What follows belongs to an exercise in optimizing a design on an open flow for small area; a production flow would make more cautious choices. The RTL was checked by simulation tests, not by an equivalence proof against the original design. Power and IR drop assume default switching activity.

// cbs_window_quad
module cbs_window_quad (
    input  wire        clk,
    input  wire        rst,
    input  wire        trig,
    input  wire [15:0] cfg_len,
    input  wire        cfg_sinc3,
    input  wire [3:0]  bits,
    input  wire [63:0] cal_ofs,
    input  wire [79:0] cal_gain,
    input  wire [3:0]  cal_valid,
    input  wire [3:0]  offset_bin,
    output wire        ready,
    output reg         done,
    output wire [63:0] code,
    output wire [3:0]  clamp,
    output wire [3:0]  cal_inv,
    output wire [15:0] len_out
);
clock: 15.0 ns
lec_check: 0
cap_margin: 20
core_margin: 2
core_utilization: 60
cts_buf_list: sky130_fd_sc_hd__clkbuf_8 sky130_fd_sc_hd__clkbuf_16
cts_cluster_diameter: 70
cts_cluster_size: 32
place_density: 0.65
slew_margin: 20
standard.sh (not shown) runs the stock make flow with config.mk's settings and CLKGATE_MAP_FILE= SYNTH_SCRIPT=/design/flow/synth_recipe.tcl, a recipe that flattens the netlist after the stock synthesis.
==> flow/flow/run.sh <==
#!/bin/bash
# Custom flow: the standard flow with two changes that do not touch the
# design, its registers or its constraints:
#  - synthesis maps the logic with the ABC script in abc_map.script
#    (an area-recovering &nf mapping) instead of ORFS's abc_speed.script;
#  - port buffers use the smallest buffer cell.
# Everything else (scripts, settings, power grid, taps) is ORFS's own.
set -euo pipefail
HERE=$(pwd)
rm -rf "$HERE/scripts_mod"
cp -r "$FLOW_HOME/scripts" "$HERE/scripts_mod"
cp "$HERE/flow/abc_map.script" "$HERE/scripts_mod/abc_speed.script"
bash standard.sh SCRIPTS_DIR="$HERE/scripts_mod" \
    BUFFER_PORTS_ARGS="-buffer_cell sky130_fd_sc_hd__buf_1" finish > standard.log 2>&1
==> flow/flow/abc_map.script <==
strash
&get -n
&fraig -x
&put
scorr
dc2
dretime
strash
&get -n
&dch -f
&nf {D}
&put
buffer -c
topo
stime -c
upsize -c
dnsize -c
Rerun with:
- CORE_UTILIZATION: 60 -> 70
- PLACE_DENSITY: 0.65 -> 0.75
Count of clock-buffer cells in the layout goes down by 2; sequential power hardly moves; worst setup slack degrades by 0.12 ns; critical path depth goes down by 1; hold slack degrades by 0.040 ns; clock skew hardly moves; wire length goes down by 0.85%; first-iteration DRC count goes up by 10%; global-route usage goes up by 4.7 points; non-clock buffer count goes up by 2; power goes up by 0.59%.
Rerun with:
- CAP_MARGIN: 20 -> 5
- SLEW_MARGIN: 20 -> 5
Effect: The changed run produced a clean layout. Cell count hardly moves. Total power barely changes. Via count came out lower by about 0.35%. Synthesized cell count does not change. Design area barely changes. Routed wire length is about the same.
Rerun with:
- CAP_MARGIN: 5 -> 20
- CORE_UTILIZATION: 70 -> 80
- PLACE_DENSITY: 0.75 -> 0.86
- SLEW_MARGIN: 5 -> 20
Outcome:
- first-iteration DRC count is higher by about 50%
- via count came out higher by 4.9%
- fmax came out lower by about 2.2%
- worst hold slack improved by 0.030 ns
- setup slack degrades by 0.31 ns
- sequential share of layout area increases by 0.19 points
- die area fell by about 12%
- final cell count drops by 2.1%
- area after synthesis stays the same


cbs_window_quad, a different RTL version from the one above (not shown whole).
Size: ~4100 cells after synthesis, roughly 270 I/O pins, ~0.041 mm^2 of cells after synthesis.
Settings: LEC_CHECK=0, CAP_MARGIN=20, CORE_MARGIN=2, CORE_UTILIZATION=70, CTS_BUF_LIST=sky130_fd_sc_hd__clkbuf_16, CTS_CLUSTER_DIAMETER=70, CTS_CLUSTER_SIZE=32, PLACE_DENSITY=0.75, SLEW_MARGIN=20; clock period 15.0 ns.
Scripts as last shown in full above: flow/flow/run.sh, flow/flow/abc_map.script
The starting point passed the timing, design-rule and antenna checks.
Change:
--- a/flow/config.mk
+++ b/flow/config.mk
@@ -10,5 +10,5 @@
-export CORE_UTILIZATION = 70
-export CTS_BUF_LIST = sky130_fd_sc_hd__clkbuf_16
-export CTS_CLUSTER_DIAMETER = 70
-export CTS_CLUSTER_SIZE = 32
-export PLACE_DENSITY = 0.75
+export CORE_UTILIZATION = 80
+export CTS_BUF_LIST = sky130_fd_sc_hd__clkbuf_8 sky130_fd_sc_hd__clkbuf_16
+export CTS_CLUSTER_DIAMETER = 55
+export CTS_CLUSTER_SIZE = 30
+export PLACE_DENSITY = 0.86
Effect: The changed run finished with timing, DRC and antenna clean. Non-clock buffer count goes down by 1. Clock-buffer cell count is higher by 8. Total power increases by a few percent. Cell count drops slightly. Hold slack barely changes. Combinational power rose by a few percent. Routed wire length is higher by a little under a tenth. Cell area came out higher slightly. Area after synthesis stays the same.
Change:
--- a/flow/config.mk
+++ b/flow/config.mk
@@ -10 +10 @@
-export CORE_UTILIZATION = 80
+export CORE_UTILIZATION = 70
@@ -12,3 +12,3 @@
-export CTS_CLUSTER_DIAMETER = 55
-export CTS_CLUSTER_SIZE = 30
-export PLACE_DENSITY = 0.86
+export CTS_CLUSTER_DIAMETER = 70
+export CTS_CLUSTER_SIZE = 32
+export PLACE_DENSITY = 0.82
Result: The new run passed the timing, design-rule and antenna checks; sequential cell count stays the same; clock power falls by about 10%; via count falls by 3.4%; power goes down by 5.2%.


Another version of the RTL of cbs_window_quad (not shown whole).
Size: about 4200 cells after synthesis, about 650 flip-flops, roughly 270 I/O pins, about 0.041 mm^2 of cells after synthesis.
==> flow/config.mk <==
export PLATFORM = sky130hd
export DESIGN_NAME = cbs_window_quad
export DESIGN_NICKNAME = cbs_window_quad
export VERILOG_FILES = /design/flow/design.v
export SDC_FILE = /design/flow/constraint.sdc
export NUM_CORES = 8
export LEC_CHECK = 0
export CAP_MARGIN = 20
export CORE_MARGIN = 2
export CORE_UTILIZATION = 70
export CTS_BUF_LIST = sky130_fd_sc_hd__clkbuf_8 sky130_fd_sc_hd__clkbuf_16
export CTS_CLUSTER_DIAMETER = 60
export CTS_CLUSTER_SIZE = 30
export PLACE_DENSITY = 0.75
export SLEW_MARGIN = 20
==> flow/constraint.sdc <==
create_clock -name core_clock -period 15.0 [get_ports {clk}]
set_input_delay 3.0000 -clock core_clock [delete_from_list [all_inputs] [get_ports {clk}]]
set_output_delay 3.0000 -clock core_clock [all_outputs]
set_load 0.01 [all_outputs]
==> flow/flow/abc_map.script <==
strash
&get -n
&fraig -x
&put
scorr
dc2
dretime
dc2
strash
&get -n
&dch -f
&nf
&put
buffer -c
topo
stime -c
upsize -c
dnsize -c
Scripts as last shown in full above: flow/flow/run.sh
Then changed:
==> flow/flow/abc_map.script (replaced) <==
strash
&get -n
&fraig -x
&put
scorr
dc2
dretime
strash
&get -n
&dch -f
&nf {D}
&put
buffer -c
topo
stime -c
upsize -c
dnsize -c
=> The changed run finished clean; worst setup slack gains 380 ps; global-route usage decreases by 0.31 points; sequential cell count does not change; core utilization is lower by 1.0 points; non-clock buffer count falls by 10.
Then changed:
==> flow/flow/abc_map.script (replaced) <==
strash
&get -n
&fraig -x
&put
scorr
dc2
strash
&get -n
&dch -f
&nf
&put
The new run produced a clean layout.
Critical path depth is unchanged.
First-iteration DRC count increases by 2.8%.
Wire length goes down by 2.2%.
Setup slack gets worse by 210 ps.
Then changed:
==> flow/flow/abc_map.script (replaced) <==
strash
&get -n
&fraig -x
&put
scorr
dc2
dretime
strash
&get -n
&dch -f
&nf
&put
topo
stime -c
upsize -c
dnsize -c
The new run passed the timing, design-rule and antenna checks.
Via count decreases by 0.79%.
Non-clock buffer count decreases by 1.
Maximum frequency increases by about 1.2%.
First-iteration DRC count decreases by 9.4%.
Power decreases by 1.6%.
Routed wire length decreases by 2.4%.
Cell area decreases by 0.36%.
Then changed:
--- a/flow/flow/abc_map.script
+++ b/flow/flow/abc_map.script
@@ -10,4 +10,5 @@
 &dch -f
-&nf
+&nf {D}
 &put
+buffer -c
 topo
Settings changed: CTS_CLUSTER_DIAMETER 60 to 70, CTS_CLUSTER_SIZE 30 to 32.
Outcome: Via count stays flat. Global-route usage came out higher by 0.82 points. Hold slack improves by 6.2 ps. Design area came out lower by 0.38%. Die area went up by about 1.6%. Wire length came out higher by about 4%. Setup slack improved by 43 ps. Synthesized area rises by 1.6%.

==> what the ideal ports hide <==
No port has a modelled driver above. Below, the same layouts with a new extraction and two added sets of constraints.
Step 1 (the two cells are an assumption about what drives the block):
set clk [get_ports {clk}]
set_driving_cell -lib_cell sky130_fd_sc_hd__clkbuf_16 $clk
set_driving_cell -lib_cell sky130_fd_sc_hd__buf_2 [delete_from_list [all_inputs] $clk]
Step 2 times the ports against the registers' clock, not the clock port: input delays grow and output delays shrink by t, the midpoint of the rising clock arrivals with the driver on.
Three values: ideal, step 1, step 2; two values: the first two.
run	t (ns)	setup WS [ns]	hold slack, ns	worst data-port slew with drivers (ns)	pins driven straight from the clock port
the first run of note 1	0.679	0.927 / 0.927 / 0.927	0.442 / 0.442 / 0.442	0.06	1
the second run of note 1	0.644	0.811 / 0.811 / 0.811	0.402 / 0.402 / 0.402	0.07	1
the third run of note 1	0.645	0.805 / 0.805 / 0.805	0.399 / 0.399 / 0.399	0.07	1
the fourth run of note 1	0.654	0.490 / 0.490 / 0.490	0.429 / 0.429 / 0.429	0.07	1
the first run of note 2	0.653	1.028 / 1.028 / 1.028	0.447 / 0.447 / 0.447	0.09	1
the second run of note 2	0.675	0.744 / 0.744 / 0.744	0.446 / 0.446 / 0.446	0.06	1
the third run of note 2	0.653	0.853 / 0.853 / 0.853	0.438 / 0.438 / 0.438	0.07	1
the first run of note 3	0.659	0.601 / 0.601 / 0.601	0.441 / 0.441 / 0.441	0.06	1
the second run of note 3	0.675	0.980 / 0.980 / 0.980	0.451 / 0.451 / 0.451	0.06	1
the third run of note 3	0.680	0.771 / 0.771 / 0.771	0.425 / 0.425 / 0.425	0.04	1
the fourth run of note 3	0.672	0.945 / 0.945 / 0.945	0.446 / 0.446 / 0.446	0.05	1
the fifth run of note 3	0.665	0.988 / 0.988 / 0.988	0.452 / 0.452 / 0.452	0.06	1
After both steps every run listed still meets setup and hold.
